Background: an optimization exercise with open tools, aiming at small area and a short achievable clock period. Do not read the settings as production practice.
Function was checked by simulation only, so behaviour that the tests miss may differ from the original.
Power is estimated from default activity; no workload was simulated.

v14:
Design store_cvt, start of the top module:
module store_cvt (
    input  wire        clk,
    input  wire        rst,
    input  wire        start,
    input  wire [3:0]  cfg_fmt,             
    input  wire        cfg_acc_int,         
    input  wire [1:0]  cfg_round,           
    input  wire [1:0]  cfg_round_default,   
    input  wire        cfg_e5m2_inf,
    input  wire [4:0]  cfg_shift,           
    input  wire [31:0] cfg_sr_seed,
    input  wire [7:0]  cfg_bough,           
    input  wire [15:0] cfg_opseq,           
    input  wire        in_valid,
    input  wire [31:0] in_data,
    input  wire [7:0]  in_scale,            
    output reg         out_valid,
    output reg  [31:0] out_data,
    output reg         out_nan,
    output reg         out_inf,
    output reg         out_sat,
    output reg         out_flush
);
    localparam [1:0] M_RNE = 2'd1, M_RTZ = 2'd2, M_SR = 2'd3;
    reg [3:0] fmt;
    reg       acc;
    reg [1:0] mode;
    reg       e5inf;
    reg [4:0] shift;
    always @(posedge clk) begin
        if (start) begin
            fmt   <= cfg_fmt;
            acc   <= cfg_acc_int;
            mode  <= (cfg_round == 2'd0) ? cfg_round_default : cfg_round;
            e5inf <= cfg_e5m2_inf;
            shift <= cfg_shift;
        end
    end
    wire is_b    = (fmt == 4'h5) || (fmt == 4'h6) || (fmt == 4'h7);
    wire dst_int = (fmt == 4'h9) || (fmt == 4'hA) || (fmt == 4'hB);
    wire k_fl    = !acc && !fmt[3];              
    wire k_log   = !acc && (fmt == 4'h8);        
    wire k_fi    = !acc && dst_int;              
    wire k_ii    = acc && dst_int;               
    wire k_if    = acc && !dst_int;              
    wire cp32    = !acc && (fmt == 4'h0);        
    wire rtz     = (mode == M_RTZ);
    wire sr_mode = (mode == M_SR);
    reg        iv;
    reg [31:0] id;
    reg [7:0]  isc;
    reg        ph1, ph2;
    always @(posedge clk) begin
  ...
Size in the first run: roughly 170 flip-flops.
clock: 30.0 ns
lec_check: 0
abc_area: 1
cap_margin: 20
core_margin: 2
core_utilization: 50
place_density: 0.6
slew_margin: 20
run.sh (not shown) runs the stock make flow with config.mk's settings and CLKGATE_MAP_FILE= SYNTH_SCRIPT=/design/flow/synth_recipe.tcl, a recipe that flattens the netlist after the stock synthesis.
v14 | status: complete | timing, DRC, antenna: pass
> inputs changed (v14 -> v24)
- ABC_AREA removed (was 1)
- ABC_CLOCK_PERIOD_IN_PS newly set to 6000
[summary]
Diff v14 -> v24: area of the mapped netlist saw an increase; non-clock buffer count saw an increase. v24 | stages: all done | timing, DRC, antenna: all pass. [compare] base=v14 new=v24: final critical path time including I/O delays and setup increased by 0.91 ns relative to the old numbers; count of filler cells inserted in the layout increased by 267 relative to the old numbers. Minimum setup slack in the final design on v24 is behind v14. v24 gives less number of standard cells in the final layout excluding fillers than v14 did. Re first-pass GRT wire length: v24 is 20% up on v14. The total length of routed wires reported for v24 is greater than that of v14 by about 24%.
Changes in v30 relative to v24:
- ABC_CLOCK_PERIOD_IN_PS no longer set, was 6000
- CAP_MARGIN now 40, was 20
- SLEW_MARGIN now 40, was 20
- CORE_UTILIZATION now 20, was 50
- PLACE_DENSITY now 0.3, was 0.6
[summary]
v30 finished end to end and its layout was clean on timing, DRC and antenna. Critical path depth is lower on v30. Via count delta (v30 − v24): favourable. Delta (v30 minus v24): part of the total power dissipated in sequential elements now sits lower; area growth from synthesis to layout now sits higher. [v30 vs v24] number of nets in the finished design: higher in v30. Going from v24 to v30, die width grows by 130 µm. Diff v24 -> v30 | sum of met3 wire segment lengths after detailed routing | down by more than half. The lower first-pass GRT wire length came out of v24. Taking v24 as 1.0, v30 lands at 1.09 on number of non-clock buffers in the layout.

## build 10
store_cvt, a different RTL version from the one above (not shown whole).
Size: roughly 180 flip-flops, ~150 I/O pins.
==> flow/config.mk <==
export PLATFORM = sky130hd
export DESIGN_NAME = store_cvt
export DESIGN_NICKNAME = store_cvt
export VERILOG_FILES = /design/flow/design.v
export SDC_FILE = /design/flow/constraint.sdc
export NUM_CORES = 4
export LEC_CHECK = 0
export ABC_AREA = 1
export CAP_MARGIN = 20
export CORE_MARGIN = 2
export CORE_UTILIZATION = 50
export PLACE_DENSITY = 0.6
export SLEW_MARGIN = 20
==> flow/constraint.sdc <==
create_clock -name core_clock -period 30.0 [get_ports {clk}]
set_input_delay 6.0000 -clock core_clock [delete_from_list [all_inputs] [get_ports {clk}]]
set_output_delay 6.0000 -clock core_clock [all_outputs]
set_load 0.01 [all_outputs]
standard.sh (not shown) runs the stock make flow with config.mk's settings and CLKGATE_MAP_FILE= SYNTH_SCRIPT=/design/flow/synth_recipe.tcl, a recipe that flattens the netlist after the stock synthesis.
==> flow/flow/run.sh <==
#!/bin/bash
set -euo pipefail
export SETUP_SLACK_MARGIN=23.0
export SKIP_GATE_CLONING=1
export BUFFER_PORTS_ARGS="-buffer_cell sky130_fd_sc_hd__buf_1"
bash standard.sh > make.log 2>&1
Input-level comparison between build 9 and build 10:
- PLACE_DENSITY changed from 0.6 to 0.75
- CORE_UTILIZATION changed from 50 to 60
==> run notes <==
Between build 10 and build 9, the flow reports via count of the first global-routing pass increasing by a few percent.
Compared with build 10, routability congestion estimate in build 9 increased by a few percent.
Going from build 10 to build 9, the growth of design area from synthesis to finish was found to have gone down by 0.39 points.
Maximum ir drop on the vdd rail grows by more than a quarter when moving from build 10 to build 9.
Post-CTS setup buffer count: build 9 higher than build 10
Relative to build 10, final worst setup slack decreased by 0.0059 ns in build 9.
Power density relative to cell area was lower in build 10 than in build 9.
Looking at total routed wirelength across both flows, build 9 is the stronger of the two, with build 10 trailing.
Build 9 against build 10: fraction of final layout cells sized beyond drive strength 1 increased 0.15 points; die extent in x decreased about 9%.
Changes in build 38 relative to build 9:
- GPL_TIMING_DRIVEN now 1, previously not set
- CORE_UTILIZATION now 50, was 60
- PLACE_DENSITY now 0.6, was 0.75
### Flow results
[diff] remaining max-slew budget at the tightest pin, build 38 relative to build 9: regression
Diff build 38..build 9 | adder and majority cell fraction of the synthesized area | negligible
Changes observed in build 38 relative to build 9: part of the total power dissipated in the clock network closely matched the old numbers; final area increased by 0.36% relative to the old numbers; part of the power in registers decreased by 0.4 points relative to the old numbers; fraction of standard cell area in multi-input logic decreased by 0.29 points relative to the old numbers.
Against build 9, build 38 comes in 3600 microns higher on routed metal-1 wire length.
Placed wire-length estimate of build 38 exceeds that of build 9 by a few percent.
Diff build 9 -> build 38 | area of the die | up by more than 10%
Side by side, global-route wire length before repair turned out higher in build 38 than in build 9.
Sum of negative setup slack delta (build 38 -> build 9): insignificant

Another version of the RTL of store_cvt (not shown whole).
For scale: roughly 23000 um^2 of cells after synthesis.
Design store_cvt, start of the top module:
module store_cvt (
    input  wire        clk,
    input  wire        rst,
    input  wire        start,
    input  wire [3:0]  cfg_fmt,             
    input  wire        cfg_acc_int,         
    input  wire [1:0]  cfg_round,           
    input  wire [1:0]  cfg_round_default,   
    input  wire        cfg_e5m2_inf,
    input  wire [4:0]  cfg_shift,           
    input  wire [31:0] cfg_sr_seed,
    input  wire [7:0]  cfg_bough,           
    input  wire [15:0] cfg_opseq,           
    input  wire        in_valid,
    input  wire [31:0] in_data,
    input  wire [7:0]  in_scale,            
    output reg         out_valid,
    output reg  [31:0] out_data,
    output reg         out_nan,
    output reg         out_inf,
    output reg         out_sat,
    output reg         out_flush
);
    localparam [1:0] M_RNE = 2'd1, M_RTZ = 2'd2, M_SR = 2'd3;
    reg [3:0] fmt;
    reg       acc;
    reg [1:0] mode;
    reg       e5inf;
    reg [4:0] shift;
    always @(posedge clk) begin
        if (start) begin
            fmt   <= cfg_fmt;
            acc   <= cfg_acc_int;
            mode  <= (cfg_round == 2'd0) ? cfg_round_default : cfg_round;
            e5inf <= cfg_e5m2_inf;
            shift <= cfg_shift;
        end
    end
    wire is_b    = (fmt == 4'h5) || (fmt == 4'h6) || (fmt == 4'h7);
    wire dst_int = (fmt == 4'h9) || (fmt == 4'hA) || (fmt == 4'hB);
    wire k_fl    = !acc && !fmt[3];              
    wire k_log   = !acc && (fmt == 4'h8);        
    wire k_fi    = !acc && dst_int;              
    wire k_ii    = acc && dst_int;               
    wire k_if    = acc && !dst_int;              
    wire cp32    = !acc && (fmt == 4'h0);        
    wire rtz     = (mode == M_RTZ);
    wire sr_mode = (mode == M_SR);
    reg        iv;
    reg [31:0] id;
    reg [7:0]  isc;
    reg        ph1, ph2;
    always @(posedge clk) begin
        iv       <= !rst && in_valid;
        id[31:16] <= in_data[31:16];
        id[15:0] <= start ? cfg_opseq : in_data[15:0];
        isc      <= start ? cfg_bough : in_scale;
        ph1      <= start;
        ph2      <= ph1;
    end
    reg  [31:0] sr;
    wire [31:0] mix;
    sc_seed_mix u_mix (.b(isc), .o(id[15:0]), .p(mix));
    wire [31:0] x0  = {sr[31:1], sr[0] | (sr == 32'd0)};
    wire [31:0] xa  = x0 ^ (x0 << 13);
    wire [31:0] xb  = xa ^ (xa >> 17);
    wire [31:0] xn  = xb ^ (xb << 5);
  ...
Settings: LEC_CHECK=0, ABC_AREA=1, CAP_MARGIN=0, CORE_MARGIN=2, CORE_UTILIZATION=50, PLACE_DENSITY=0.6, SLEW_MARGIN=0; clock period 30.0 ns.
==> flow/flow/run.sh <==
#!/bin/bash
set -euo pipefail
export SETUP_SLACK_MARGIN=23.0
export SKIP_GATE_CLONING=1
bash standard.sh > make.log 2>&1
Rerun with:
==> flow/flow/run.sh (replaced) <==
#!/bin/bash
set -euo pipefail
export SETUP_SLACK_MARGIN=23.8
export SKIP_GATE_CLONING=1
bash standard.sh > make.log 2>&1
Settings changed: CAP_MARGIN 0 to 20, SLEW_MARGIN 0 to 20.
Result: Non-clock buffer count climbs by 85. Routed wire length rose by a few percent. Count of clock-buffer cells in the layout went down by 2. Setup slack gets better by 23 ps. Utilization went up by 4.1 points. Power grows by a few percent. Critical path depth falls by 6. Clock power is about the same.

store_cvt again, from the RTL that the note above started with.
export LEC_CHECK = 0
export ABC_AREA = 1
export CAP_MARGIN = 0
export CORE_MARGIN = 2
export CORE_UTILIZATION = 65
export PLACE_DENSITY = 0.75
export SLEW_MARGIN = 0
create_clock -name core_clock -period 30.0 [get_ports {clk}]
==> flow/flow/run.sh <==
#!/bin/bash
set -euo pipefail
export SETUP_SLACK_MARGIN=23.0
export SKIP_GATE_CLONING=1
bash standard.sh > make.log 2>&1
Next try:
Settings changed: CAP_MARGIN 0 to 20, CORE_UTILIZATION 65 to 50, PLACE_DENSITY 0.75 to 0.6, SLEW_MARGIN 0 to 20.
Outcome:
- die area rose by 29%
- cell count rose by 3.6%
- flip-flop and latch count does not change
- design area rose by 0.65%
- clock skew barely changes
- maximum frequency is about the same
- power rose by 0.48%
Next try:
==> flow/run.sh (new file) <==
#!/bin/bash
# synth_recipe.tcl (not shown) runs the flow's synth.tcl, then flattens the netlist and writes it again
# the make line also repeats each setting of config.mk as NAME=value (left out here)
make -C /OpenROAD-flow-scripts/flow DESIGN_CONFIG=/design/flow/config.mk WORK_HOME=/design/flow/orfs CLKGATE_MAP_FILE= SYNTH_SCRIPT=/design/flow/synth_recipe.tcl finish
removed: flow/flow/run.sh
removed: flow/standard.sh
Result: The new run completed without violations. Via count climbs by 0.46%. Wire length rose by 0.54%. Power grows by 0.63%. Cell count barely changes. Final area hardly moves. Worst hold slack is worse by 4.9 ps.

what the ideal ports hide:
The results above use ideal ports. As a check the final layouts listed here were re-extracted and re-timed, cells and wires unchanged.
Step 1 assumes that a clkbuf_16 drives the clock port and a buf_2 every other input.
Step 2 adds t to the input delays and takes it off the output delays; t is the mean of the earliest and latest rising clock arrival at the registers after step 1. Input paths then give back, and output paths get back, about the clock's delay inside the block.
Slacks: ideal / step 1 / step 2; pairs: ideal / step 1.
| run | t, ns | setup WS [ns] | worst hold slack (ns) | latest minus earliest clock arrival (ns) |
|---|---|---|---|---|
| v14 | 0.553 | 22.245 / 22.278 / 21.725 | 0.416 / 0.416 / 0.416 | 0.011 / 0.010 |
| v24 | 0.559 | 21.333 / 21.333 / 21.333 | 0.466 / 0.466 / 0.466 | 0.020 / 0.020 |
| v30 | 0.602 | 21.323 / 21.323 / 21.323 | 0.461 / 0.461 / 0.461 | 0.021 / 0.022 |
| build 10 | 0.548 | 23.039 / 22.980 / 22.543 | 0.371 / 0.371 / 0.371 | 0.024 / 0.023 |
| build 9 | 0.535 | 23.033 / 22.974 / 22.603 | 0.397 / 0.397 / 0.397 | 0.014 / 0.014 |
| build 38 | 0.548 | 23.039 / 22.980 / 22.543 | 0.371 / 0.371 / 0.371 | 0.024 / 0.023 |
| the first run of note 3 | 0.558 | 23.044 / 22.991 / 22.523 | 0.413 / 0.413 / 0.413 | 0.018 / 0.017 |
| the second run of note 3 | 0.550 | 23.067 / 23.012 / 22.529 | 0.409 / 0.409 / 0.409 | 0.020 / 0.020 |
| the first run of note 4 | 0.524 | 23.049 / 23.012 / 22.507 | 0.426 / 0.426 / 0.426 | 0.017 / 0.017 |
| the second run of note 4 | 0.558 | 23.044 / 22.991 / 22.523 | 0.413 / 0.413 / 0.413 | 0.018 / 0.017 |
| the third run of note 4 | 0.554 | 21.941 / 21.976 / 21.422 | 0.408 / 0.408 / 0.408 | 0.017 / 0.017 |
After both steps setup and hold are still met in every run listed. The setup slack of the first run of note 4, which loses most, moves by -0.037 ns with the drivers and by -0.542 ns with both steps.
